This is an optimization exercise on Yosys and OpenROAD, whose aim is small area, a short achievable clock period and few clock cycles per item, not a production implementation. RTL that was checked went through simulation tests only; none was proved equivalent to the original. Function not checked in runs 1 and 2: the RTL went through the layout flow alone. Power figures rest on the tool's default switching activity, not on a simulated workload.

[design.v]
module hdec (
    input  wire        clk,
    input  wire        rst,
    input  wire        cmd_valid,
    output wire        cmd_ready,
    input  wire        cmd_op,
    input  wire [7:0]  cmd_len,
    input  wire        in_valid,
    output wire        in_ready,
    input  wire [31:0] in_data,
    output reg         sym_valid,
    input  wire        sym_ready,
    output reg  [3:0]  sym_cnt,
    output reg  [63:0] sym_data,
    output reg         rsp_valid,
    output reg  [3:0]  rsp_status
);
    localparam [3:0] ST_OK       = 4'h0;
    localparam [3:0] ST_OVERRUN  = 4'h6;
    localparam [3:0] ST_SHORT    = 4'h7;
    localparam [3:0] ST_PAD      = 4'h8;
    localparam [3:0] ST_TBL_BAD  = 4'hB;
    localparam [3:0] ST_TBL_MISS = 4'hC;
    localparam [2:0] S_IDLE  = 3'd0;
    localparam [2:0] S_LOAD  = 3'd1;
    localparam [2:0] S_LFIN  = 3'd2;
    localparam [2:0] S_DEC   = 3'd3;
    localparam [2:0] S_DRAIN = 3'd5;
    localparam KL   = 4;            
    localparam NP   = 24;           
    localparam NE   = NP + 12;      
    localparam NC   = (NE + 7) / 8;   
    localparam NB   = 64;           
    localparam NBY  = NB / 8;
    localparam NEAR = 16;           
    integer i, j, k, l, p, q;
    reg [2:0] state;
    reg [3:0] status;
    wire adv = !sym_valid || sym_ready;
    reg        tbl_valid;
    reg [3:0]  s2_m;
    reg [3:0]  tbl_fmt;
    reg [3:0]  ld_maxf;             
    reg [7:0]  sorted [0:255];      
    reg [8:0]  cum   [1:12];        
    reg [12:0] lim   [1:11];        
    reg [19:0] lim12;               
    reg [3:0]  maxl;
    reg [7:0]  off   [1:12];        
    reg [12:0] l16;                 
    reg [5:0]  ld_word;             
    reg [5:0]  ld_nwords;           
    reg [5:0]  ld_lend;             
    reg        ld_bad;
    reg [31:0] lw;                  
    reg [7:0]  pend;                
    reg [7:0]  symbase;             
    wire [1:0] fmt_sel = (tbl_fmt == 4'd0 || tbl_fmt == 4'd4) ? 2'd0 :
                         (tbl_fmt == 4'd1) ? 2'd1 : 2'd2;
    wire [9:0] ncode = (fmt_sel == 2'd0) ? 10'd512 :
                       (fmt_sel == 2'd1) ? 10'd340 : 10'd256;
    reg        held;
    reg [31:0] hw;
    wire       idle_fire = in_valid && (state == S_IDLE) && !held;
    wire       w0_valid  = held || idle_fire;
    wire [31:0] w0       = held ? hw : in_data;
    wire [31:0] hword    = (state == S_IDLE) ? w0 : in_data;
    wire [3:0] hdr_fmt    = hword[15:12];
    wire       hdr_fmt_ok = (hdr_fmt <= 4'd5);
    wire       hdr_8bit   = (hdr_fmt == 4'd2) || (hdr_fmt == 4'd3) || (hdr_fmt == 4'd5);
    wire       hdr_6bit   = (hdr_fmt == 4'd1);
    wire       hdr_rsv    = (hword[11:10] != 2'b00) || (hword[23:20] != 4'h0) ||
                            (hword[31:24] != 8'h00);
    reg [2:0]  ins_lane;
    reg        ins_any;
    always @(*) begin
        ins_lane = 3'd0;
        ins_any  = 1'b0;
        for (i = 7; i >= 0; i = i - 1)
            if (pend[i]) begin
                ins_lane = i[2:0];
                ins_any  = 1'b1;
            end
    end
    wire [3:0] ins_len = lw[4*ins_lane +: 4];
    wire [7:0] ins_sym = symbase + {5'd0, ins_lane};
    reg  [8:0] ins_pos;
    always @(*) begin
        ins_pos = 9'd0;
        for (i = 1; i <= 12; i = i + 1)
            if (ins_len == i[3:0]) ins_pos = cum[i];
    end
    wire ins_ok = (s2_m == 4'd0);
    wire ins_do = (state == S_LOAD) && ins_any && ins_ok;
    wire [7:0] pend_next = pend & (pend - 8'd1);
    reg [7:0] w_pres, w_big;
    always @(*) begin
        for (i = 0; i < 8; i = i + 1) begin
            w_pres[i] = (in_data[4*i +: 4] != 4'd0) && (in_data[4*i +: 4] <= 4'd12);
            w_big[i]  = (in_data[4*i +: 4] > 4'd12);
        end
    end
    reg [8:0]  f_cum  [0:12];
    reg [12:0] f_lim  [0:11];
    reg [7:0]  f_off  [1:12];
    reg [12:0] f_l16;
    reg [8:0]  f_d;
    always @(*) begin
        f_cum[0] = 9'd0;
        f_lim[0] = 13'd0;
        for (i = 1; i <= 12; i = i + 1) f_cum[i] = cum[i];
        for (i = 1; i <= 11; i = i + 1) f_lim[i] = lim[i];
        for (i = 1; i <= 12; i = i + 1)
            f_off[i] = f_cum[i-1][7:0] - (f_lim[i-1] >> (12 - i));
        f_l16 = 13'd4096;
        f_d   = 9'd0;
        for (i = 1; i <= 12; i = i + 1) begin
            if (f_cum[i-1] <= NEAR && f_cum[i] > NEAR) begin
                f_d   = NEAR - f_cum[i-1];
                f_l16 = f_lim[i-1] + ({4'd0, f_d} << (12 - i));
            end
        end
    end
    wire tbl_ok = !ld_bad && (lim12 == 20'd4096) && (maxl == ld_maxf);
    reg [NB-1:0] bb;                
    reg [3:0]    nbytes;            
    reg [7:0]    o1h;               
    reg [7:0]    bytes_rem;         
    reg [9:0]    codes_left;
    reg [KL:0]   csel;              
    function ge_lim(input [11:0] a, input [12:0] b);
        reg c;
        integer x;
        begin
            c = 1'b1;
            for (x = 0; x < 12; x = x + 1)
                c = (a[x] & ~b[x]) | ((a[x] | ~b[x]) & c);
            ge_lim = c & ~b[12];
        end
    endfunction
    reg [11:0] win;
    reg [11:0] tt  [0:NP-1];        
    reg        tfar [0:NP-1];
    reg [12:0] islen [0:NP-1];      
    always @(*) begin
        for (p = 0; p < NP; p = p + 1) begin
            for (i = 0; i < 12; i = i + 1) win[11-i] = bb[p+i];
            tt[p][0] = 1'b1;
            for (i = 1; i <= 11; i = i + 1)
                tt[p][i] = ge_lim(win, lim[i]);
            tfar[p] = ge_lim(win, l16);
            islen[p][0] = 1'b0;
            for (i = 1; i <= 11; i = i + 1)
                islen[p][i] = tt[p][i-1] & ~tt[p][i];
            islen[p][12] = tt[p][11];
        end
    end
    reg [NE-1:0] fitq;              
    always @(*) begin
        for (q = 0; q < NE; q = q + 1)
            fitq[q] = (q <= {nbytes, 3'b000});
    end
    reg [12:0] mv0 [0:NP-1];
    reg [12:0] mv1 [0:NP-1];
    reg [NE-1:0] st0, st1;
    always @(*) begin
        for (p = 0; p < NE; p = p + 1) begin
            st0[p] = 1'b1;
            st1[p] = 1'b1;
        end
        for (p = 0; p < NP; p = p + 1) begin
            mv0[p][0] = 1'b0;
            mv1[p][0] = 1'b0;
            st0[p] = 1'b0;
            for (l = 1; l <= 12; l = l + 1) begin
                mv0[p][l] = islen[p][l] & fitq[p+l];
                mv1[p][l] = islen[p][l] & fitq[p+l] & ~tfar[p];
                st0[p] = st0[p] | (islen[p][l] & ~fitq[p+l]);
            end
            st1[p] = st0[p] | tfar[p];
        end
    end
    reg [NE-1:0] f [0:KL];
    reg [KL-1:0] moved;
    always @(*) begin
        f[0] = {{(NE-8){1'b0}}, o1h};
        for (k = 0; k < KL; k = k + 1) begin
            moved[k] = 1'b1;
            for (q = 0; q < NE; q = q + 1) begin
                f[k+1][q] = f[k][q] & ((k == 0) ? st0[q] : st1[q]);
                if (f[k][q] & ((k == 0) ? st0[q] : st1[q])) moved[k] = 1'b0;
                for (l = 1; l <= 12; l = l + 1)
                    if (q - l >= 0 && q - l < NP)
                        f[k+1][q] = f[k+1][q] | (f[k][q-l] & ((k == 0) ? mv0[q-l][l] : mv1[q-l][l]));
            end
        end
    end
    reg        tokp;                
    reg [3:0]  tokp_st;
    reg        fin_pend;            
    wire dec_go = (state == S_DEC) && adv && !tokp && !fin_pend;
    wire [KL:0] jsel = dec_go ? csel : {{KL{1'b0}}, 1'b1};
    reg [NE-1:0] fend;
    reg [KL-1:0] lv;
    always @(*) begin
        fend = {NE{1'b0}};
        for (k = 0; k <= KL; k = k + 1)
            if (jsel[k]) fend = fend | f[k];
        for (k = 0; k < KL; k = k + 1) begin
            lv[k] = 1'b0;
            for (j = k + 1; j <= KL; j = j + 1) lv[k] = lv[k] | jsel[j];
            lv[k] = lv[k] & moved[k];
        end
    end
    reg [KL:0] mh;
    always @(*) begin
        mh[0] = ~lv[0];
        for (k = 1; k < KL; k = k + 1) mh[k] = lv[k-1] & ~lv[k];
        mh[KL] = lv[KL-1];
    end
    reg [3:0] mcnt;
    always @(*) begin
        mcnt = 4'd0;
        for (k = 0; k < KL; k = k + 1) if (lv[k]) mcnt = mcnt + 4'd1;
    end
    reg [NC-1:0] c1h;
    reg [7:0] o_next;
    always @(*) begin
        for (j = 0; j < NC; j = j + 1) begin
            c1h[j] = 1'b0;
            for (i = 0; i < 8; i = i + 1)
                if (8*j + i < NE) c1h[j] = c1h[j] | fend[8*j+i];
        end
        for (i = 0; i < 8; i = i + 1) begin
            o_next[i] = 1'b0;
            for (j = 0; j < NC; j = j + 1)
                if (8*j + i < NE) o_next[i] = o_next[i] | fend[8*j+i];
        end
    end
    reg ovr_code;
    always @(*) begin
        ovr_code = 1'b0;
        for (p = 0; p < 8; p = p + 1) ovr_code = ovr_code | (o1h[p] & st0[p]);
    end
    wire dec_over = (state == S_DEC) && (bytes_rem == 8'd0) && (codes_left != 10'd0) && ovr_code &&
                    !tokp && !fin_pend;
    reg [9:0] cl_m [0:KL];
    reg [KL:0] cs_m [0:KL];
    reg [9:0] cl_next;
    reg [KL:0] cs_next;
    always @(*) begin
        for (k = 0; k <= KL; k = k + 1) begin
            cl_m[k] = codes_left - k;
            cs_m[k] = {(KL+1){1'b0}};
            for (j = 0; j < KL; j = j + 1) if (cl_m[k] == j) cs_m[k][j] = 1'b1;
            if (cl_m[k] >= KL) cs_m[k][KL] = 1'b1;
        end
        cl_next = 10'd0;
        cs_next = {(KL+1){1'b0}};
        for (k = 0; k <= KL; k = k + 1)
            if (mh[k]) begin
                cl_next = cl_next | cl_m[k];
                cs_next = cs_next | cs_m[k];
            end
    end
    wire [2:0]  take  = (bytes_rem >= 8'd4) ? 3'd4 : bytes_rem[2:0];
    reg  [31:0] wbits;              
    always @(*) begin
        for (i = 0; i < 4; i = i + 1)
            for (j = 0; j < 8; j = j + 1)
                wbits[8*i + j] = in_data[8*i + 7 - j];
    end
    reg  [31:0] w0bits;
    always @(*) begin
        for (i = 0; i < 4; i = i + 1)
            for (j = 0; j < 8; j = j + 1)
                w0bits[8*i + j] = w0[8*i + 7 - j];
    end
    wire [7:0] len_eff = cmd_len - ((!w0_valid) ? 8'd0 : (cmd_len >= 8'd4) ? 8'd4 : cmd_len);
    wire [3:0] nb0     = (!w0_valid) ? 4'd0 : (cmd_len >= 8'd4) ? 4'd4 : cmd_len[3:0];
    assign cmd_ready = (state == S_IDLE);
    assign in_ready  = (state == S_IDLE && !held) ||
                       (state == S_LOAD && ld_word != ld_nwords &&
                        (pend == 8'd0 || (pend_next == 8'd0 && ins_ok))) ||
                       (state == S_DEC && bytes_rem != 8'd0 && nbytes <= NBY - 4) ||
                       (state == S_DRAIN && bytes_rem != 8'd0);
    wire in_fire  = in_valid && in_ready;
    wire dec_fire = in_fire && (state == S_DEC);
    reg [NB-1:0] merged;
    always @(*) begin
        merged = bb;
        if (dec_fire)
            for (j = 0; j < NB/8; j = j + 1)
                for (i = 0; i < 4; i = i + 1)
                    if (nbytes == j - i) merged[8*j +: 8] = wbits[8*i +: 8];
    end
    reg [NB-1:0] bb_next;
    always @(*) begin
        bb_next = {NB{1'b0}};
        for (j = 0; j < NC; j = j + 1)
            if (c1h[j]) bb_next = bb_next | (merged >> (8*j));
    end
    reg [3:0] cbytes;
    always @(*) begin
        cbytes = 4'd0;
        for (j = 0; j < NC; j = j + 1) if (c1h[j]) cbytes = cbytes | j[3:0];
    end
    reg [5:0] ebin [0:KL-1];
    always @(*) begin
        for (k = 0; k < KL; k = k + 1) begin
            ebin[k] = 6'd0;
            for (q = 0; q < NE; q = q + 1)
                if (f[k+1][q]) ebin[k] = ebin[k] | q[5:0];
        end
    end
    reg [2:0] obin;
    always @(*) begin
        obin = 3'd0;
        for (i = 0; i < 8; i = i + 1) if (o1h[i]) obin = obin | i[2:0];
    end
    reg  [3:0]  fin_nb;
    reg  [7:0]  fin_o;
    reg  [7:0]  fin_b;
    wire        rem_short = (fin_nb >= 4'd2) || (fin_nb == 4'd1 && fin_o[0]);
    reg  [7:0]  padm;
    always @(*) begin
        for (i = 0; i < 8; i = i + 1) begin
            padm[i] = 1'b0;
            for (j = 0; j <= i; j = j + 1) padm[i] = padm[i] | fin_o[j];
        end
    end
    wire        rem_pad = (fin_nb == 4'd1) && ((fin_b & padm) != 8'd0);
    wire [3:0]  fin_status = rem_short ? ST_SHORT : rem_pad ? ST_PAD : ST_OK;
    wire fin_go   = fin_pend && !tokp;
    wire lfin_go  = (state == S_LFIN) && !tokp && !fin_pend;
    wire drain_go = (state == S_DRAIN) && (bytes_rem == 8'd0) && !tokp && !fin_pend;
    wire tok_req  = fin_go || lfin_go || drain_go || dec_over;
    wire [3:0] tok_req_st = fin_go ? fin_status : lfin_go ? (tbl_ok ? ST_OK : ST_TBL_BAD) :
                            dec_over ? ST_OVERRUN : status;
    wire [7:0] brem_next = bytes_rem - (dec_fire ? {5'd0, take} : 8'd0);
    reg [2:0]  s2_o;
    reg [5:0]  s2_e [0:KL-1];
    reg [NE-2:0] s2_bits;
    reg        s2_tok;
    reg [3:0]  s2_status;
    reg        s1_tok;
    reg [3:0]  s1_status;
    always @(posedge clk) begin
        if (rst) begin
            state     <= S_IDLE;
            tbl_valid <= 1'b0;
            pend      <= 8'd0;
            held      <= 1'b0;
            tokp      <= 1'b0;
            fin_pend  <= 1'b0;
        end else begin
            if (tokp) tokp <= !adv;
            else if (tok_req && !adv) begin
                tokp    <= 1'b1;
                tokp_st <= tok_req_st;
            end
            if (fin_go) fin_pend <= 1'b0;
            if (idle_fire && !cmd_valid) begin
                held <= 1'b1;
                hw   <= in_data;
            end
            case (state)
            S_IDLE: begin
                if (cmd_valid) begin
                    held <= 1'b0;
                    if (cmd_op == 1'b0) begin
                        state     <= S_LOAD;
                        tbl_valid <= 1'b0;
                        ld_word   <= w0_valid ? 6'd1 : 6'd0;
                        ld_bad    <= w0_valid && (hdr_rsv || !hdr_fmt_ok);
                        ld_nwords <= (w0_valid && hdr_8bit) ? 6'd48 : 6'd16;
                        ld_lend   <= (w0_valid && hdr_8bit) ? 6'd36 : (w0_valid && hdr_6bit) ? 6'd12 : 6'd6;
                        tbl_fmt   <= hdr_fmt;
                        ld_maxf   <= hword[19:16];
                        pend      <= 8'd0;
                        maxl      <= 4'd0;
                        lim12     <= 20'd0;
                        for (i = 1; i <= 12; i = i + 1) cum[i] <= 9'd0;
                        for (i = 1; i <= 11; i = i + 1) lim[i] <= 13'd0;
                    end else begin
                        bytes_rem  <= len_eff;
                        nbytes     <= nb0;
                        bb[31:0]   <= w0bits;
                        o1h        <= 8'd1;
                        codes_left <= ncode;
                        csel       <= {1'b1, {KL{1'b0}}};
                        if (tbl_valid) begin
                            state <= S_DEC;
                        end else begin
                            status <= ST_TBL_MISS;
                            state  <= S_DRAIN;
                        end
                    end
                end
            end
            S_LOAD: begin
                if (ins_do) begin
                    pend <= pend_next;
                    for (i = 1; i <= 12; i = i + 1)
                        if (i[3:0] >= ins_len) cum[i] <= cum[i] + 9'd1;
                    for (i = 1; i <= 11; i = i + 1)
                        if (i[3:0] >= ins_len) lim[i] <= lim[i] + (13'd1 << (12 - ins_len));
                    lim12 <= lim12 + (20'd1 << (12 - ins_len));
                    if (ins_len > maxl) maxl <= ins_len;
                end
                if (in_fire) begin
                    ld_word <= ld_word + 6'd1;
                    if (ld_word == 6'd0) begin
                        tbl_fmt   <= hdr_fmt;
                        ld_maxf   <= in_data[19:16];
                        ld_nwords <= hdr_8bit ? 6'd48 : 6'd16;
                        ld_lend   <= hdr_8bit ? 6'd36 : hdr_6bit ? 6'd12 : 6'd6;
                        if (hdr_rsv || !hdr_fmt_ok) ld_bad <= 1'b1;
                    end else if (ld_word < 6'd4) begin
                        if (in_data != 32'd0) ld_bad <= 1'b1;
                    end else if (ld_word < ld_lend) begin
                        lw      <= in_data;
                        pend    <= w_pres;
                        symbase <= {ld_word[4:0] - 5'd4, 3'd0};
                        if (w_big != 8'd0) ld_bad <= 1'b1;
                    end else begin
                        if (in_data != 32'd0) ld_bad <= 1'b1;
                    end
                end
                if (ld_word == ld_nwords && pend == 8'd0)
                    state <= S_LFIN;
            end
            S_LFIN: begin
                if (lfin_go) begin
                    for (i = 1; i <= 12; i = i + 1) off[i] <= f_off[i];
                    l16       <= f_l16;
                    tbl_valid <= tbl_ok;
                    state     <= S_IDLE;
                end
            end
            S_DEC: begin
                if (dec_over) begin
                    state  <= S_IDLE;
                end else begin
                    bb     <= bb_next;
                    nbytes <= nbytes + (dec_fire ? {1'b0, take} : 4'd0) - cbytes;
                    bytes_rem  <= brem_next;
                    o1h        <= o_next;
                    codes_left <= cl_next;
                    csel       <= cs_next;
                    if (cl_next == 10'd0) begin
                        fin_nb <= nbytes + (dec_fire ? {1'b0, take} : 4'd0) - cbytes;
                        fin_o  <= o_next;
                        fin_b  <= bb_next[7:0];
                        if (brem_next != 8'd0) begin
                            status <= ST_SHORT;
                            state  <= S_DRAIN;
                        end else begin
                            fin_pend <= 1'b1;
                            state    <= S_IDLE;
                        end
                    end
                end
            end
            S_DRAIN: begin
                if (drain_go) state <= S_IDLE;
                else if (in_fire) bytes_rem <= bytes_rem - {5'd0, take};
            end
            default: state <= S_IDLE;
            endcase
        end
    end
    always @(posedge clk) begin
        if (ins_do) begin
            for (p = 0; p < 256; p = p + 1) begin
                if (p == ins_pos)
                    sorted[p] <= ins_sym;
                else if (p > ins_pos && p > 0)
                    sorted[p] <= sorted[p-1];
            end
        end
    end
    always @(*) begin
        s1_tok    = tokp || tok_req;
        s1_status = tokp ? tokp_st : tok_req_st;
    end
    always @(posedge clk) begin
        if (rst) begin
            s2_m   <= 4'd0;
            s2_tok <= 1'b0;
        end else if (adv) begin
            s2_m      <= mcnt;
            s2_tok    <= s1_tok;
            s2_status <= s1_status;
            s2_o      <= obin;
            for (k = 0; k < KL; k = k + 1) s2_e[k] <= ebin[k];
            s2_bits   <= bb[NE-2:0];
        end
    end
    wire [NE+6:0] pbits = {s2_bits, 8'd0};    
    reg [5:0] st_k, en_k;
    reg [3:0] n_k;
    reg [7:0] v8, vm, idx;
    reg [63:0] lanes;
    always @(*) begin
        lanes = 64'd0;
        for (k = 0; k < KL; k = k + 1) begin
            st_k = (k == 0) ? {3'd0, s2_o} : s2_e[k-1];
            en_k = s2_e[k];
            n_k  = en_k[3:0] - st_k[3:0];
            for (i = 0; i < 8; i = i + 1) v8[7-i] = pbits[en_k + i];
            for (i = 0; i < 8; i = i + 1) vm[i] = v8[i] & (n_k > i);
            idx = vm;
            for (i = 1; i <= 12; i = i + 1)
                if (n_k == i) idx = vm + off[i];
            if (k == 0) lanes[7:0] = sorted[idx];
            else        lanes[8*k +: 8] = sorted[{4'd0, idx[3:0]}];
        end
    end
    always @(posedge clk) begin
        if (rst) begin
            sym_valid <= 1'b0;
            rsp_valid <= 1'b0;
        end else begin
            rsp_valid <= 1'b0;
            if (adv) begin
                sym_valid  <= (s2_m != 4'd0);
                sym_cnt    <= s2_m;
                sym_data   <= lanes;
                rsp_valid  <= s2_tok;
                rsp_status <= s2_status;
            end
        end
    end
endmodule
[run.sh]
#!/bin/bash
# synth_recipe.tcl (not shown) runs the flow's synth.tcl, then flattens the netlist and writes it again
# the make line also repeats each setting of config.mk as NAME=value (left out here)
make -C /OpenROAD-flow-scripts/flow DESIGN_CONFIG=/design/flow/config.mk WORK_HOME=/design/flow/orfs CLKGATE_MAP_FILE= SYNTH_SCRIPT=/design/flow/synth_recipe.tcl finish
[config.mk]
export PLATFORM = sky130hd
export DESIGN_NAME = hdec
export DESIGN_NICKNAME = hdec
export VERILOG_FILES = /design/flow/design.v
export SDC_FILE = /design/flow/constraint.sdc
export NUM_CORES = 4
export LEC_CHECK = 0
export CAP_MARGIN = 20
export CORE_MARGIN = 2
export CORE_UTILIZATION = 40
export PLACE_DENSITY = 0.6
export SLEW_MARGIN = 20
[constraint.sdc]
create_clock -name core_clock -period 11.0 [get_ports {clk}]
set_input_delay 2.2000 -clock core_clock [delete_from_list [all_inputs] [get_ports {clk}]]
set_output_delay 2.2000 -clock core_clock [all_outputs]
set_load 0.01 [all_outputs]
==> metrics.csv, run 1 <==
stage,metric,value,unit
logic_synthesis,#FFs+latches synth,2762,
run_status,Stop stage,5_1_grt,
grt,largest net degree at the start of global routing,130,
floorplanning,IO Pins,122,
grt,Overall Global Routing Usage,89.9,%
floorplanning,Row Count,277,
placement,hpwl dp,1820,mm
clock_tree,CTS max path bufs,4,
logic_synthesis,number of flops mapped to enable cells by yosys,2740,
logic_synthesis,asr flop ratio synth,0,%
grt,GRT overflow,22824,
floorplanning,die width,761,microns
clock_tree,CTS root buffer,clkbuf_16,
logic_synthesis,post-synthesis sequential area ratio,36.1,%
logic_synthesis,largest area contributor in the synthesized netlist,edfxtp_1,
placement,global placement routability congestion,1.47,
grt,first-pass GRT wire length,3690,mm
logic_synthesis,Synth area leaders,"edfxtp_1 (36%), mux2_2 (7.9%), a21oi_1 (3.8%)",
logic_synthesis,Mapped Avg Cell Area,9.07,sq um
placement,Port Buffers,89,
logic_synthesis,top-area cell type share of the netlist area,35.9,%
clock_tree,clk sink count,2762,
grt,vias in the first global route,323717,
floorplanning,DIE HEIGHT,761,microns
clock_tree,H-Tree Depth,5,
clock_tree,post-CTS setup buffers,0,
run_status,result of the run,aborted with a tool error,
logic_synthesis,post-synthesis cell count,25254,
clock_tree,cts hold-fix bufs,0,
clock_tree,# resized after CTS,2,
run_status,first error,[ERROR GRT-0116] Global routing finished with congestion. Check the congestion regions in the DRC Viewer.,
floorplanning,initial core utilization,40.2,%
clock_tree,number of buffers created by CTS,337,
logic_synthesis,"Distinct cells, synth",123,
logic_synthesis,mapped cell area,0.229,sq mm
logic_synthesis,synth warn,18,
logic_synthesis,Most used DFF post-synth,edfxtp_1,
placement,placed cell area,0.262,sq mm
==> worst min path at each step <==
| stage | slack, ns | cells past startpoint | endpoint | start |
|---|---|---|---|---|
| after floorplan | 0.40 | 0 | rsp_status[0] | s2_status[0] |
| after global placement | 0.42 | 0 | rsp_status[3] | s2_status[3] |
| after detailed placement | 0.41 | 0 | rsp_status[3] | s2_status[3] |
| after CTS | 0.44 | 0 | rsp_status[2] | s2_status[2] |
==> cell usage after synthesis (441+ instances only) <==
| cell type | count |
|---|---|
| edfxtp_1 | 2740 |
| nor2_1 | 2068 |
| nand2_1 | 1999 |
| clkbuf_1 | 1821 |
| a21oi_1 | 1741 |
| mux2_2 | 1615 |
| o21ai_0 | 1570 |
| a22oi_1 | 814 |
| o22ai_1 | 625 |
| ha_1 | 547 |
| a221oi_1 | 535 |
| inv_1 | 535 |
| nand3_1 | 488 |
| nand2b_1 | 485 |
| nor2b_1 | 471 |
| nor3_1 | 441 |
==> kinds of logic after synthesis <==
family	synth area share [%]
buffers and inverters	5.64
adders and majority gates	5.04
xor gates and xnor gates	2.30
muxes	9.71
AOI/OAI and AO/OA	26.1
other	0.00328
and+or+nand+nor	15.1
DFF	36.1
==> power by group through the flow <==
stage               Clock (W)  Combinational [W]  Sequential, W
CTS                    0.0120             0.0567         0.0174
global placement            0             0.0562         0.0176
floorplan                   0             0.0244         0.0148
detailed placement          0             0.0565         0.0176
==> stage by stage <==
stage / power, W / util (%) / cells / hold slack (ns) / worst slack [ns]
4_1_cts: 0.0862 / 48.0 / 34493 / 0.440 / 0.248
3_5_place_dp: 0.0741 / 46.1 / 33882 / 0.411 / 0.0540
3_3_place_gp: 0.0738 / 46.0 / 33859 / 0.422 / -0.534
2_1_floorplan: 0.0392 / - / 25293 / 0.400 / 1.05
==> metal layers <==
metal  GRT overflow  GRT usage (%)
met5            106           51.6
met4           5131           86.2
met1            829           89.0
met3            832           76.6
met2          15926            107
==> run 2: changes to the inputs <==
--- a/design.v
+++ b/design.v
@@ -41,2 +41,3 @@
     reg [3:0]  s2_m;
+    reg [3:0]  s3_m;
     reg [3:0]  tbl_fmt;
@@ -92,4 +93,13 @@
     end
-    wire ins_ok = (s2_m == 4'd0);
+    wire ins_ok = (s2_m == 4'd0) && (s3_m == 4'd0);
     wire ins_do = (state == S_LOAD) && ins_any && ins_ok;
+    reg        ins_go;
+    reg [7:0]  ins_at;
+    reg [7:0]  ins_val;
+    always @(posedge clk) begin
+        if (rst) ins_go <= 1'b0;
+        else     ins_go <= ins_do;
+        ins_at  <= ins_pos[7:0];
+        ins_val <= ins_sym;
+    end
     wire [7:0] pend_next = pend & (pend - 8'd1);
@@ -473,7 +483,7 @@
     always @(posedge clk) begin
-        if (ins_do) begin
+        if (ins_go) begin
             for (p = 0; p < 256; p = p + 1) begin
-                if (p == ins_pos)
-                    sorted[p] <= ins_sym;
-                else if (p > ins_pos && p > 0)
+                if (p == ins_at)
+                    sorted[p] <= ins_val;
+                else if (p > ins_at && p > 0)
                     sorted[p] <= sorted[p-1];
@@ -502,6 +512,5 @@
     reg [3:0] n_k;
-    reg [7:0] v8, vm, idx;
-    reg [63:0] lanes;
+    reg [7:0] v8, vm, offk;
+    reg [7:0] idx [0:KL-1];
     always @(*) begin
-        lanes = 64'd0;
         for (k = 0; k < KL; k = k + 1) begin
@@ -512,9 +521,30 @@
             for (i = 0; i < 8; i = i + 1) vm[i] = v8[i] & (n_k > i);
-            idx = vm;
+            offk = 8'd0;
             for (i = 1; i <= 12; i = i + 1)
-                if (n_k == i) idx = vm + off[i];
-            if (k == 0) lanes[7:0] = sorted[idx];
-            else        lanes[8*k +: 8] = sorted[{4'd0, idx[3:0]}];
+                if (n_k == i) offk = off[i];
+            idx[k] = vm + offk;
         end
     end
+    reg [7:0]  s3_idx [0:KL-1];
+    reg        s3_tok;
+    reg [3:0]  s3_status;
+    always @(posedge clk) begin
+        if (rst) begin
+            s3_m   <= 4'd0;
+            s3_tok <= 1'b0;
+        end else if (adv) begin
+            s3_m      <= s2_m;
+            s3_tok    <= s2_tok;
+            s3_status <= s2_status;
+            s3_idx[0] <= idx[0];
+            for (k = 1; k < KL; k = k + 1) s3_idx[k] <= {4'd0, idx[k][3:0]};
+        end
+    end
+    reg [63:0] lanes;
+    always @(*) begin
+        lanes = 64'd0;
+        lanes[7:0] = sorted[s3_idx[0]];
+        for (k = 1; k < KL; k = k + 1)
+            lanes[8*k +: 8] = sorted[{4'd0, s3_idx[k][3:0]}];
+    end
     always @(posedge clk) begin
@@ -526,7 +556,7 @@
             if (adv) begin
-                sym_valid  <= (s2_m != 4'd0);
-                sym_cnt    <= s2_m;
+                sym_valid  <= (s3_m != 4'd0);
+                sym_cnt    <= s3_m;
                 sym_data   <= lanes;
-                rsp_valid  <= s2_tok;
-                rsp_status <= s2_status;
+                rsp_valid  <= s3_tok;
+                rsp_status <= s3_status;
             end
--- a/config.mk
+++ b/config.mk
@@ -9,4 +9,4 @@
 export CORE_MARGIN = 2
-export CORE_UTILIZATION = 40
-export PLACE_DENSITY = 0.6
+export CORE_UTILIZATION = 55
+export PLACE_DENSITY = 0.68
 export SLEW_MARGIN = 20
==> run 2 against run 1 <==
The run again fails in 5_1_grt. Synthesized cell count fell by 5.4%. Area after synthesis decreased by 1.6%.
==> metrics.csv, run 2 <==
stage,metric,value,unit,change
run_status,result of the run,aborted with a tool error,,unchanged
run_status,Stop stage,5_1_grt,,unchanged
run_status,first error,[ERROR GRT-0116] Global routing finished with congestion. Check the congestion regions in the DRC Viewer.,,unchanged
clock_tree,CTS max path bufs,4,,unchanged
logic_synthesis,Synth area leaders,"edfxtp_1 (37%), mux2_2 (11%), a21oi_1 (3.6%)",,"was edfxtp_1 (36%), mux2_2 (7.9%), a21oi_1 (3.8%)"
clock_tree,cts hold-fix bufs,0,,unchanged
floorplanning,initial core utilization,55.1,%,was 40.2%
placement,pre-CTS WS,0.513,ns,was 0.0540 ns
clock_tree,CTS root buffer,clkbuf_16,,unchanged
logic_synthesis,number of flops mapped to enable cells by yosys,2764,,was 2740
grt,largest net degree at the start of global routing,136,,
floorplanning,Row Count,235,,was 277
logic_synthesis,#FFs+latches synth,2808,,was 2762
logic_synthesis,"Distinct cells, synth",134,,was 123
logic_synthesis,synth warn,20,,was 18
logic_synthesis,post-synthesis cell count,23898,,was 25254
grt,first-pass GRT wire length,2630,mm,
logic_synthesis,Most used DFF post-synth,edfxtp_1,,unchanged
logic_synthesis,Synth top cells by count,"edfxtp_1 (2764), mux2_2 (2127), nor2_1 (1966)",,"was edfxtp_1 (2740), nor2_1 (2068), nand2_1 (1999)"
logic_synthesis,post-synthesis sequential area ratio,37.2,%,was 36.1%
placement,global placement routability congestion,1.69,,was 1.47
clock_tree,# resized after CTS,0,,was 2
grt,Overall Global Routing Usage,90.5,%,
logic_synthesis,Mapped Avg Cell Area,9.43,sq um,was 9.07 sq um
grt,GRT overflow,6181,,
floorplanning,DIE HEIGHT,644,microns,was 761 microns
floorplanning,IO Pins,122,,unchanged
placement,hpwl dp,1280,mm,was 1820 mm
grt,vias in the first global route,272453,,
floorplanning,die width,644,microns,was 761 microns
clock_tree,number of buffers created by CTS,320,,was 337
clock_tree,H-Tree Depth,5,,unchanged
logic_synthesis,most numerous cell in the Yosys netlist,edfxtp_1,,unchanged
logic_synthesis,asr flop ratio synth,0,%,unchanged
placement,Port Buffers,89,,unchanged
clock_tree,clk sink count,2808,,was 2762
logic_synthesis,top-area cell type share of the netlist area,36.8,%,was 35.9%
logic_synthesis,largest area contributor in the synthesized netlist,edfxtp_1,,unchanged
logic_synthesis,mapped cell area,0.225,sq mm,was 0.229 sq mm
clock_tree,post-CTS setup buffers,0,,unchanged
[run 2: cell types whose count changed after synthesis, moves of 103 or more]
cell and delta:
nand2_1 -553, o21ai_0 -357, a21oi_1 -103, ha_1 -160, clkbuf_1 -157, mux2_2 +512
[run 2: worst max path at each step]
stage / from / to / slack (ns) / cells after the start
2_1_floorplan: rst / rsp_status[0] / 2.42 / 2
3_3_place_gp: bb[8] / nbytes[3] / 0.39 / 33
3_5_place_dp: bb[16] / nbytes[3] / 0.51 / 32
4_1_cts: bb[16] / nbytes[3] / 0.49 / 32
[run 2: metal layers]
layer	GRT overflow	global-route usage, %
met3	1201	85.9
met5	123	72.9
met4	1356	83.0
met2	2239	96.4
met1	1262	92.8
[run 2: cell families after synthesis]
| kind of cell | synth area share (%) |
|---|---|
| multiplexers | 12.3 |
| AO/OA/AOI/OAI | 25.1 |
| adder cells (fa/ha/maj) | 4.22 |
| AND/OR/NAND/NOR | 13.6 |
| flip-flops | 37.2 |
| buffers and inverters | 5.69 |
| XOR/XNOR | 1.91 |
| other | 0.00333 |
[run 2: power by group through the flow]
| stage | Clock, W | Sequential, W | Combinational (W) |
|---|---|---|---|
| after floorplan | 0 | 0.0144 | 0.0217 |
| after global placement | 0 | 0.0162 | 0.0384 |
| after detailed placement | 0 | 0.0163 | 0.0387 |
| after CTS | 0.0109 | 0.0161 | 0.0389 |
[run 2: per-stage QoR]
step	util (%)	std cells	total power, W	area (sq um)
after CTS	60.7	29257	0.0659	248000
after detailed placement	58.1	28677	0.0550	238000
after global placement	58.1	28667	0.0546	237000
after floorplan	-	23937	0.0361	226000
==> run 3: changes to the inputs <==
--- a/design.v
+++ b/design.v
@@ -26,2 +26,3 @@
     localparam [2:0] S_LFIN  = 3'd2;
+    localparam [2:0] S_LFN2  = 3'd4;
     localparam [2:0] S_DEC   = 3'd3;
@@ -29,6 +30,8 @@
     localparam KL   = 4;            
-    localparam NP   = 24;           
-    localparam NE   = NP + 12;      
-    localparam NC   = (NE + 7) / 8;   
-    localparam NB   = 64;           
+    localparam NE   = 24;           
+    localparam NP   = NE - 1;       
+    localparam NF   = NP + 12;
+    localparam NC   = NE / 8;       
+    localparam NX   = NP + 8 * (NC - 1);   
+    localparam NB   = 96;           
     localparam NBY  = NB / 8;
@@ -87,2 +90,6 @@
     wire [7:0] ins_sym = symbase + {5'd0, ins_lane};
+    reg        ins_go;
+    reg [3:0]  ins_lr;
+    reg [12:0] ins_inc;
+    reg [12:1] ins_ge;
     reg  [8:0] ins_pos;
@@ -92,2 +99,3 @@
             if (ins_len == i[3:0]) ins_pos = cum[i];
+        if (ins_go && ins_lr <= ins_len) ins_pos = ins_pos + 9'd1;
     end
@@ -95,3 +103,2 @@
     wire ins_do = (state == S_LOAD) && ins_any && ins_ok;
-    reg        ins_go;
     reg [7:0]  ins_at;
@@ -102,2 +109,5 @@
         ins_at  <= ins_pos[7:0];
+        ins_lr  <= ins_len;
+        ins_inc <= 13'd1 << (12 - ins_len);
+        for (i = 1; i <= 12; i = i + 1) ins_ge[i] <= (i[3:0] >= ins_len);
         ins_val <= ins_sym;
@@ -116,2 +126,4 @@
     reg [12:0] f_l16;
+    reg [11:0] f_sel, lf_sel;       
+    reg [4:0]  lf_d;
     reg [8:0]  f_d;
@@ -124,10 +136,13 @@
             f_off[i] = f_cum[i-1][7:0] - (f_lim[i-1] >> (12 - i));
-        f_l16 = 13'd4096;
         f_d   = 9'd0;
+        f_sel = 12'd0;
         for (i = 1; i <= 12; i = i + 1) begin
             if (f_cum[i-1] <= NEAR && f_cum[i] > NEAR) begin
-                f_d   = NEAR - f_cum[i-1];
-                f_l16 = f_lim[i-1] + ({4'd0, f_d} << (12 - i));
+                f_d      = NEAR - f_cum[i-1];
+                f_sel[i-1] = 1'b1;
             end
         end
+        f_l16 = 13'd4096;
+        for (i = 1; i <= 12; i = i + 1)
+            if (lf_sel[i-1]) f_l16 = f_lim[i-1] + ({8'd0, lf_d} << (12 - i));
     end
@@ -150,4 +165,20 @@
     endfunction
+    reg [4:0]  ttr [0:NP-1];
+    reg [NB-1:0] merged;
     reg [11:0] win;
-    reg [11:0] tt  [0:NP-1];        
+    reg [11:0] tcmp;
+    reg [3:0]  tlen;
+    reg [4:0]  ttm [0:NX-1];
+    always @(*) begin
+        for (p = 0; p < NX; p = p + 1) begin
+            for (i = 0; i < 12; i = i + 1) win[11-i] = merged[p+i];
+            tcmp[0] = 1'b1;
+            for (i = 1; i <= 11; i = i + 1)
+                tcmp[i] = ge_lim(win, lim[i]);
+            tlen = 4'd0;
+            for (i = 1; i <= 11; i = i + 1)
+                if (tcmp[i] && !(i < 11 && tcmp[i+1])) tlen = i[3:0];
+            ttm[p] = {tlen, ge_lim(win, l16)};
+        end
+    end
     reg        tfar [0:NP-1];
@@ -156,17 +187,17 @@
         for (p = 0; p < NP; p = p + 1) begin
-            for (i = 0; i < 12; i = i + 1) win[11-i] = bb[p+i];
-            tt[p][0] = 1'b1;
-            for (i = 1; i <= 11; i = i + 1)
-                tt[p][i] = ge_lim(win, lim[i]);
-            tfar[p] = ge_lim(win, l16);
+            tfar[p] = ttr[p][0];
             islen[p][0] = 1'b0;
             for (i = 1; i <= 11; i = i + 1)
-                islen[p][i] = tt[p][i-1] & ~tt[p][i];
-            islen[p][12] = tt[p][11];
+                islen[p][i] = (ttr[p][4:1] == i - 1);
+            islen[p][12] = (ttr[p][4:1] >= 4'd11);
         end
     end
-    reg [NE-1:0] fitq;              
+    reg [NC-1:0] nbge;
+    reg [NF-1:0] fitq;              
     always @(*) begin
-        for (q = 0; q < NE; q = q + 1)
-            fitq[q] = (q <= {nbytes, 3'b000});
+        for (q = 0; q < NF; q = q + 1) begin
+            fitq[q] = (q == 0);
+            for (k = 0; k < NC; k = k + 1)
+                if (q > 8*k && q <= 8*(k+1) && q < NE) fitq[q] = nbge[k];
+        end
     end
@@ -254,3 +285,3 @@
     end
-    wire dec_over = (state == S_DEC) && (bytes_rem == 8'd0) && (codes_left != 10'd0) && ovr_code &&
+    wire dec_over = (state == S_DEC) && (bytes_rem == 8'd0) && !wvalid && (codes_left != 10'd0) && ovr_code &&
                     !tokp && !fin_pend;
@@ -260,2 +291,3 @@
     reg [KL:0] cs_next;
+    reg        cl_done;
     always @(*) begin
@@ -267,2 +299,5 @@
         end
+        cl_done = 1'b0;
+        for (k = 0; k <= KL; k = k + 1)
+            if (mh[k] && codes_left == k) cl_done = 1'b1;
         cl_next = 10'd0;
@@ -294,3 +329,3 @@
                         (pend == 8'd0 || (pend_next == 8'd0 && ins_ok))) ||
-                       (state == S_DEC && bytes_rem != 8'd0 && nbytes <= NBY - 4) ||
+                       (state == S_DEC && bytes_rem != 8'd0 && (nbytes + (wvalid ? 4'd4 : 4'd0)) <= NBY - 4) ||
                        (state == S_DRAIN && bytes_rem != 8'd0);
@@ -298,9 +333,28 @@
     wire dec_fire = in_fire && (state == S_DEC);
-    reg [NB-1:0] merged;
+    reg        wvalid;
+    reg [31:0] wreg;
+    reg [2:0]  wtake;
     always @(*) begin
         merged = bb;
-        if (dec_fire)
+        if (wvalid)
             for (j = 0; j < NB/8; j = j + 1)
                 for (i = 0; i < 4; i = i + 1)
-                    if (nbytes == j - i) merged[8*j +: 8] = wbits[8*i +: 8];
+                    if (nbytes == j - i) merged[8*j +: 8] = wreg[8*i +: 8];
+    end
+    wire [3:0] nbytes_m = nbytes + (wvalid ? {1'b0, wtake} : 4'd0);
+    reg [NC-1:0] nbge_next;
+    always @(*) begin
+        for (k = 0; k < NC; k = k + 1) begin
+            nbge_next[k] = 1'b0;
+            for (j = 0; j < NC; j = j + 1)
+                if (c1h[j] && nbytes_m >= k + 1 + j) nbge_next[k] = 1'b1;
+        end
+    end
+    reg [4:0] ttr_next [0:NP-1];
+    always @(*) begin
+        for (p = 0; p < NP; p = p + 1) begin
+            ttr_next[p] = 5'd0;
+            for (j = 0; j < NC; j = j + 1)
+                if (c1h[j]) ttr_next[p] = ttr_next[p] | ttm[p + 8*j];
+        end
     end
@@ -344,3 +398,3 @@
     wire fin_go   = fin_pend && !tokp;
-    wire lfin_go  = (state == S_LFIN) && !tokp && !fin_pend;
+    wire lfin_go  = (state == S_LFN2) && !tokp && !fin_pend;
     wire drain_go = (state == S_DRAIN) && (bytes_rem == 8'd0) && !tokp && !fin_pend;
@@ -372,2 +426,10 @@
             if (fin_go) fin_pend <= 1'b0;
+            if (ins_go) begin
+                for (i = 1; i <= 12; i = i + 1)
+                    if (ins_ge[i]) cum[i] <= cum[i] + 9'd1;
+                for (i = 1; i <= 11; i = i + 1)
+                    if (ins_ge[i]) lim[i] <= lim[i] + ins_inc;
+                lim12 <= lim12 + {7'd0, ins_inc};
+                if (ins_lr > maxl) maxl <= ins_lr;
+            end
             if (idle_fire && !cmd_valid) begin
@@ -396,4 +458,7 @@
                         bytes_rem  <= len_eff;
-                        nbytes     <= nb0;
-                        bb[31:0]   <= w0bits;
+                        nbytes     <= 4'd0;
+                        nbge       <= {NC{1'b0}};
+                        wvalid     <= w0_valid;
+                        wreg       <= w0bits;
+                        wtake      <= nb0[2:0];
                         o1h        <= 8'd1;
@@ -411,11 +476,3 @@
             S_LOAD: begin
-                if (ins_do) begin
-                    pend <= pend_next;
-                    for (i = 1; i <= 12; i = i + 1)
-                        if (i[3:0] >= ins_len) cum[i] <= cum[i] + 9'd1;
-                    for (i = 1; i <= 11; i = i + 1)
-                        if (i[3:0] >= ins_len) lim[i] <= lim[i] + (13'd1 << (12 - ins_len));
-                    lim12 <= lim12 + (20'd1 << (12 - ins_len));
-                    if (ins_len > maxl) maxl <= ins_len;
-                end
+                if (ins_do) pend <= pend_next;
                 if (in_fire) begin
@@ -443,4 +500,11 @@
             S_LFIN: begin
-                if (lfin_go) begin
+                if (!ins_go) begin
                     for (i = 1; i <= 12; i = i + 1) off[i] <= f_off[i];
+                    lf_sel <= f_sel;
+                    lf_d   <= f_d[4:0];
+                    state  <= S_LFN2;
+                end
+            end
+            S_LFN2: begin
+                if (lfin_go) begin
                     l16       <= f_l16;
@@ -455,3 +519,8 @@
                     bb     <= bb_next;
-                    nbytes <= nbytes + (dec_fire ? {1'b0, take} : 4'd0) - cbytes;
+                    nbytes <= nbytes_m - cbytes;
+                    nbge   <= nbge_next;
+                    for (p = 0; p < NP; p = p + 1) ttr[p] <= ttr_next[p];
+                    wvalid <= dec_fire;
+                    wreg   <= wbits;
+                    wtake  <= take;
                     bytes_rem  <= brem_next;
@@ -460,7 +529,7 @@
                     csel       <= cs_next;
-                    if (cl_next == 10'd0) begin
-                        fin_nb <= nbytes + (dec_fire ? {1'b0, take} : 4'd0) - cbytes;
+                    if (cl_done) begin
+                        fin_nb <= nbytes_m - cbytes;
                         fin_o  <= o_next;
                         fin_b  <= bb_next[7:0];
-                        if (brem_next != 8'd0) begin
+                        if (brem_next != 8'd0 || dec_fire) begin
                             status <= ST_SHORT;
--- a/config.mk
+++ b/config.mk
@@ -9,4 +9,4 @@
 export CORE_MARGIN = 2
-export CORE_UTILIZATION = 55
-export PLACE_DENSITY = 0.68
+export CORE_UTILIZATION = 36
+export PLACE_DENSITY = 0.58
 export SLEW_MARGIN = 20
==> run 3 against run 2 <==
The run again fails in 5_1_grt. Area after synthesis up 20%. Synthesized cell count up 29%.
==> metrics.csv, run 3 <==
stage,metric,value,unit,change
run_status,result of the run,aborted with a tool error,,unchanged
run_status,Stop stage,5_1_grt,,unchanged
run_status,first error,[ERROR GRT-0116] Global routing finished with congestion. Check the congestion regions in the DRC Viewer.,,unchanged
logic_synthesis,"Distinct cells, synth",131,,was 134
clock_tree,number of buffers created by CTS,372,,was 320
clock_tree,cts hold-fix bufs,0,,unchanged
logic_synthesis,post-synthesis sequential area ratio,33.3,%,was 37.2%
logic_synthesis,Mapped Avg Cell Area,8.76,sq um,was 9.43 sq um
logic_synthesis,Synth area leaders,"edfxtp_1 (33%), mux2_2 (9.2%), a21oi_1 (4.4%)",,"was edfxtp_1 (37%), mux2_2 (11%), a21oi_1 (3.6%)"
clock_tree,CTS max path bufs,4,,unchanged
clock_tree,clk sink count,3025,,was 2808
floorplanning,Row Count,318,,was 235
logic_synthesis,post-synthesis compound-gate area fraction,29.8,%,was 25.1%
placement,hpwl dp,2080,mm,was 1280 mm
logic_synthesis,largest area contributor in the synthesized netlist,edfxtp_1,,unchanged
logic_synthesis,Synth Area in Simple Gates,12.9,%,was 13.6%
logic_synthesis,asr flop ratio synth,0,%,unchanged
logic_synthesis,number of flops mapped to enable cells by yosys,2952,,was 2764
logic_synthesis,Most used DFF post-synth,edfxtp_1,,unchanged
floorplanning,die width,870,microns,was 644 microns
logic_synthesis,XOR/XNOR Fraction of Synth Area,1.55,%,was 1.91%
clock_tree,# resized after CTS,0,,unchanged
grt,Overall Global Routing Usage,74.0,%,
logic_synthesis,Synth top cells by count,"edfxtp_1 (2952), nor2_1 (2534), nand2_1 (2486)",,"was edfxtp_1 (2764), mux2_2 (2127), nor2_1 (1966)"
placement,Port Buffers,89,,unchanged
clock_tree,H-Tree Depth,5,,unchanged
grt,first-pass GRT wire length,3740,mm,
clock_tree,CTS root buffer,clkbuf_16,,unchanged
placement,placed cell area,0.289,sq mm,was 0.238 sq mm
logic_synthesis,Post-Synth Adder-Cell Area,5.58,%,was 4.22%
floorplanning,initial core utilization,36.1,%,was 55.1%
logic_synthesis,#FFs+latches synth,3025,,was 2808
floorplanning,IO Pins,122,,unchanged
placement,global placement routability congestion,1.51,,was 1.69
logic_synthesis,most numerous cell in the Yosys netlist,edfxtp_1,,unchanged
clock_tree,post-CTS setup buffers,0,,unchanged
logic_synthesis,synth warn,61,,was 20
logic_synthesis,post-synthesis cell count,30838,,was 23898
floorplanning,DIE HEIGHT,870,microns,was 644 microns
grt,vias in the first global route,335585,,
logic_synthesis,largest family of logic cells by synthesized area,compound AO/OA/AOI/OAI gates,,unchanged
logic_synthesis,top-area cell type share of the netlist area,32.8,%,was 36.8%
grt,largest net degree at the start of global routing,141,,
grt,GRT overflow,2,,
logic_synthesis,mapped cell area,0.270,sq mm,was 0.225 sq mm
logic_synthesis,mux share of post-synthesis cell area,10.5,%,was 12.3%
-- run 3: power by group through the flow --
stage | sequential, W | clock, W | combinational [W]
3_5_place_dp | 0.0161 | 0 | 0.0466
3_3_place_gp | 0.0161 | 0 | 0.0464
2_1_floorplan | 0.0148 | 0 | 0.0233
4_1_cts | 0.0159 | 0.0128 | 0.0468
-- run 3: worst min path at each step --
stage	start	end	slack (ns)	cells past startpoint
after floorplan	symbase[3]	ins_val[3]	0.32	0
after global placement	symbase[5]	ins_val[5]	0.33	0
after detailed placement	symbase[5]	ins_val[5]	0.33	0
after CTS	symbase[6]	ins_val[6]	0.34	0
-- run 3: logic make-up after synthesis --
logic type      Yosys count
compound gates        11569
xor+xnor                479
fa+ha+maj              1364
buf+inv                4223
flops                  3025
mux                    2472
other cells               2
simple gates           7704
-- run 3: routing by layer --
layer  GRT usage [%]  overflow
met5            53.8         0
met4            59.3         0
met3            65.8         2
met2            82.1         0
met1            79.9         0
-- run 3: per-stage QoR --
stage | hold WS, ns | cells | setup WS (ns) | util (%)
4_1_cts | 0.340 | 39983 | 2.28 | 40.3
3_5_place_dp | 0.329 | 39300 | 2.29 | 38.6
3_3_place_gp | 0.332 | 39265 | 1.79 | 38.6
2_1_floorplan | 0.323 | 30873 | -0.914 | -
Testbench counts of run 3, summed over its fixed seeds: cycles 91,460, items 330,176.
==> run 4: changes to the inputs <==
--- a/config.mk
+++ b/config.mk
@@ -8,5 +8,7 @@
 export CAP_MARGIN = 20
+export CELL_PAD_IN_SITES_DETAIL_PLACEMENT = 1
+export CELL_PAD_IN_SITES_GLOBAL_PLACEMENT = 2
 export CORE_MARGIN = 2
-export CORE_UTILIZATION = 36
-export PLACE_DENSITY = 0.58
+export CORE_UTILIZATION = 30
+export PLACE_DENSITY = 0.5
 export SLEW_MARGIN = 20
==> run 4 against run 3 <==
The flow again stops in 5_1_grt. Area after synthesis unchanged. Synthesized cell count unchanged.
==> metrics.csv, run 4 <==
stage,metric,value,unit,change
run_status,result of the run,aborted with a tool error,,unchanged
run_status,Stop stage,5_1_grt,,unchanged
run_status,first error,[ERROR GRT-0116] Global routing finished with congestion. Check the congestion regions in the DRC Viewer.,,unchanged
placement,Port Buffers,89,,unchanged
logic_synthesis,Synth top cells by count,"edfxtp_1 (2952), nor2_1 (2534), nand2_1 (2486)",,unchanged
clock_tree,CTS root buffer,clkbuf_16,,unchanged
clock_tree,# resized after CTS,0,,unchanged
placement,global placement routability congestion,1.30,,was 1.51
logic_synthesis,number of flops mapped to enable cells by yosys,2952,,unchanged
logic_synthesis,top-area cell type share of the netlist area,32.8,%,unchanged
logic_synthesis,largest area contributor in the synthesized netlist,edfxtp_1,,unchanged
grt,Overall Global Routing Usage,72.4,%,
clock_tree,post-CTS setup buffers,0,,unchanged
clock_tree,CTS max path bufs,5,,was 4
grt,vias in the first global route,357941,,
logic_synthesis,Mapped Avg Cell Area,8.76,sq um,unchanged
logic_synthesis,Most used DFF post-synth,edfxtp_1,,unchanged
floorplanning,initial core utilization,30.1,%,was 36.1%
logic_synthesis,asr flop ratio synth,0,%,unchanged
logic_synthesis,mapped cell area,0.270,sq mm,unchanged
clock_tree,cts hold-fix bufs,0,,unchanged
logic_synthesis,"Distinct cells, synth",131,,unchanged
clock_tree,H-Tree Depth,5,,unchanged
clock_tree,clk sink count,3025,,unchanged
grt,first-pass GRT wire length,4420,mm,
floorplanning,DIE HEIGHT,953,microns,was 870 microns
logic_synthesis,post-synthesis cell count,30838,,unchanged
logic_synthesis,synth warn,61,,unchanged
placement,hpwl dp,2400,mm,was 2080 mm
clock_tree,number of buffers created by CTS,405,,was 372
logic_synthesis,Synth area leaders,"edfxtp_1 (33%), mux2_2 (9.2%), a21oi_1 (4.4%)",,unchanged
floorplanning,Row Count,348,,was 318
placement,placed insts,41618,,was 39300
logic_synthesis,#FFs+latches synth,3025,,unchanged
grt,largest net degree at the start of global routing,155,,
grt,GRT overflow,8856,,
floorplanning,die width,953,microns,was 870 microns
floorplanning,IO Pins,122,,unchanged
logic_synthesis,most numerous cell in the Yosys netlist,edfxtp_1,,unchanged
logic_synthesis,post-synthesis sequential area ratio,33.3,%,unchanged
[run 4: layer usage]
metal / overflow / GRT usage (%)
met5: 0 / 17.0
met1: 13 / 74.6
met2: 6553 / 91.5
met4: 2271 / 72.8
met3: 19 / 51.2
[run 4: cells by family after synthesis]
logic type | Yosys count | share of synthesized area (%)
flops | 3025 | 33.3
xor+xnor | 479 | 1.55
mux | 2472 | 10.5
buf+inv | 4223 | 6.29
other cells | 2 | 0.00278
fa+ha+maj | 1364 | 5.58
compound gates | 11569 | 29.8
simple gates | 7704 | 12.9
[run 4: worst max path at each step]
stage	slack [ns]	end	depth (start not counted)	from
floorplan	-0.91	fin_b[0]	3	rst
global placement	-0.09	ttr[15][2]	18	nbytes[1]
detailed placement	2.26	ttr[6][2]	20	nbytes[1]
CTS	2.23	ttr[6][2]	20	nbytes[1]
[run 4: through the flow]
step	instance area, sq um	setup slack [ns]	setup TNS (ns)	power (W)	hold WS [ns]
2_1_floorplan	270000	-0.914	-34.50	0.0381	0.323
3_3_place_gp	295000	-0.0943	-0.0943	0.0679	0.326
3_5_place_dp	296000	2.26	0	0.0684	0.329
4_1_cts	309000	2.23	0	0.0820	0.341
[run 4: power groups by stage]
stage | clock network (W) | logic (W) | registers [W]
floorplan | 0 | 0.0233 | 0.0148
global placement | 0 | 0.0516 | 0.0162
detailed placement | 0 | 0.0522 | 0.0162
CTS | 0.0137 | 0.0523 | 0.0160
==> run 5: changes to the inputs <==
--- a/config.mk
+++ b/config.mk
@@ -8,7 +8,7 @@
 export CAP_MARGIN = 20
-export CELL_PAD_IN_SITES_DETAIL_PLACEMENT = 1
-export CELL_PAD_IN_SITES_GLOBAL_PLACEMENT = 2
+export CELL_PAD_IN_SITES_DETAIL_PLACEMENT = 2
+export CELL_PAD_IN_SITES_GLOBAL_PLACEMENT = 3
 export CORE_MARGIN = 2
-export CORE_UTILIZATION = 30
-export PLACE_DENSITY = 0.5
+export CORE_UTILIZATION = 24
+export PLACE_DENSITY = 0.45
 export SLEW_MARGIN = 20
==> run 5 against run 4 <==
The flow again stops in 5_1_grt. Synthesized cell count did not move. Area after synthesis is the same.
==> metrics.csv, run 5 <==
stage,metric,value,unit,change
run_status,result of the run,aborted with a tool error,,unchanged
run_status,Stop stage,5_1_grt,,unchanged
run_status,first error,[ERROR GRT-0116] Global routing finished with congestion. Check the congestion regions in the DRC Viewer.,,unchanged
clock_tree,number of buffers created by CTS,413,,was 405
grt,GRT overflow,56,,
logic_synthesis,"Distinct cells, synth",131,,unchanged
logic_synthesis,Mapped Avg Cell Area,8.76,sq um,unchanged
clock_tree,H-Tree Depth,5,,unchanged
floorplanning,Row Count,389,,was 348
logic_synthesis,synth warn,61,,unchanged
logic_synthesis,post-synthesis sequential area ratio,33.3,%,unchanged
logic_synthesis,asr flop ratio synth,0,%,unchanged
clock_tree,post-CTS setup buffers,0,,unchanged
clock_tree,cts hold-fix bufs,0,,unchanged
floorplanning,die width,1.07,mm,was 953 microns
grt,largest net degree at the start of global routing,160,,
floorplanning,initial core utilization,24.1,%,was 30.1%
grt,vias in the first global route,356902,,
clock_tree,CTS root buffer,clkbuf_16,,unchanged
logic_synthesis,Synth top cells by count,"edfxtp_1 (2952), nor2_1 (2534), nand2_1 (2486)",,unchanged
placement,hpwl dp,2660,mm,was 2400 mm
logic_synthesis,Synth area leaders,"edfxtp_1 (33%), mux2_2 (9.2%), a21oi_1 (4.4%)",,unchanged
logic_synthesis,#FFs+latches synth,3025,,unchanged
clock_tree,# resized after CTS,0,,unchanged
placement,global placement routability congestion,1.20,,was 1.30
logic_synthesis,most numerous cell in the Yosys netlist,edfxtp_1,,unchanged
placement,placed cell area,0.303,sq mm,was 0.296 sq mm
placement,Port Buffers,89,,unchanged
logic_synthesis,Most used DFF post-synth,edfxtp_1,,unchanged
logic_synthesis,top-area cell type share of the netlist area,32.8,%,unchanged
grt,Overall Global Routing Usage,63.5,%,
logic_synthesis,mapped cell area,0.270,sq mm,unchanged
floorplanning,DIE HEIGHT,1.07,mm,was 953 microns
clock_tree,CTS max path bufs,5,,unchanged
logic_synthesis,number of flops mapped to enable cells by yosys,2952,,unchanged
logic_synthesis,post-synthesis cell count,30838,,unchanged
grt,first-pass GRT wire length,4690,mm,
clock_tree,clk sink count,3025,,unchanged
logic_synthesis,largest area contributor in the synthesized netlist,edfxtp_1,,unchanged
floorplanning,IO Pins,122,,unchanged
-- run 5: cell counts after synthesis --
No cell type changed its count.
-- run 5: cell families after synthesis --
group | synth area share (%)
compound gates | 29.8
simple gates | 12.9
buf+inv | 6.29
flops | 33.3
mux | 10.5
fa+ha+maj | 5.58
xor+xnor | 1.55
other cells | 0.00278
-- run 5: how the worst max path moves through the flow --
stage | endpoint | from | depth (start not counted)
3_5_place_dp | ttr[22][3] | nbytes[1] | 22
4_1_cts | ttr[22][3] | nbytes[1] | 22
2_1_floorplan | fin_b[0] | rst | 3
3_3_place_gp | ttr[7][2] | nbytes[0] | 21
-- run 5: metal layers --
metal | global-route usage [%] | overflow
met1 | 67.6 | 0
met2 | 82.8 | 2
met3 | 39.9 | 2
met4 | 61.1 | 52
met5 | 12.1 | 0
-- run 5: power by group through the flow --
stage	clock (W)	combinational [W]	sequential, W
detailed placement	0	0.0555	0.0164
CTS	0.0145	0.0557	0.0161
floorplan	0	0.0233	0.0148
global placement	0	0.0547	0.0163
-- run 5: metrics by stage --
stage                     power, W  setup slack, ns  hold slack (ns)  util, %  cells
after floorplan             0.0381           -0.914            0.323        -  30873
after global placement      0.0710            0.726            0.328     26.8  44831
after detailed placement    0.0719             1.75            0.329     27.0  44899
after CTS                   0.0863             1.64            0.346     28.2  45652
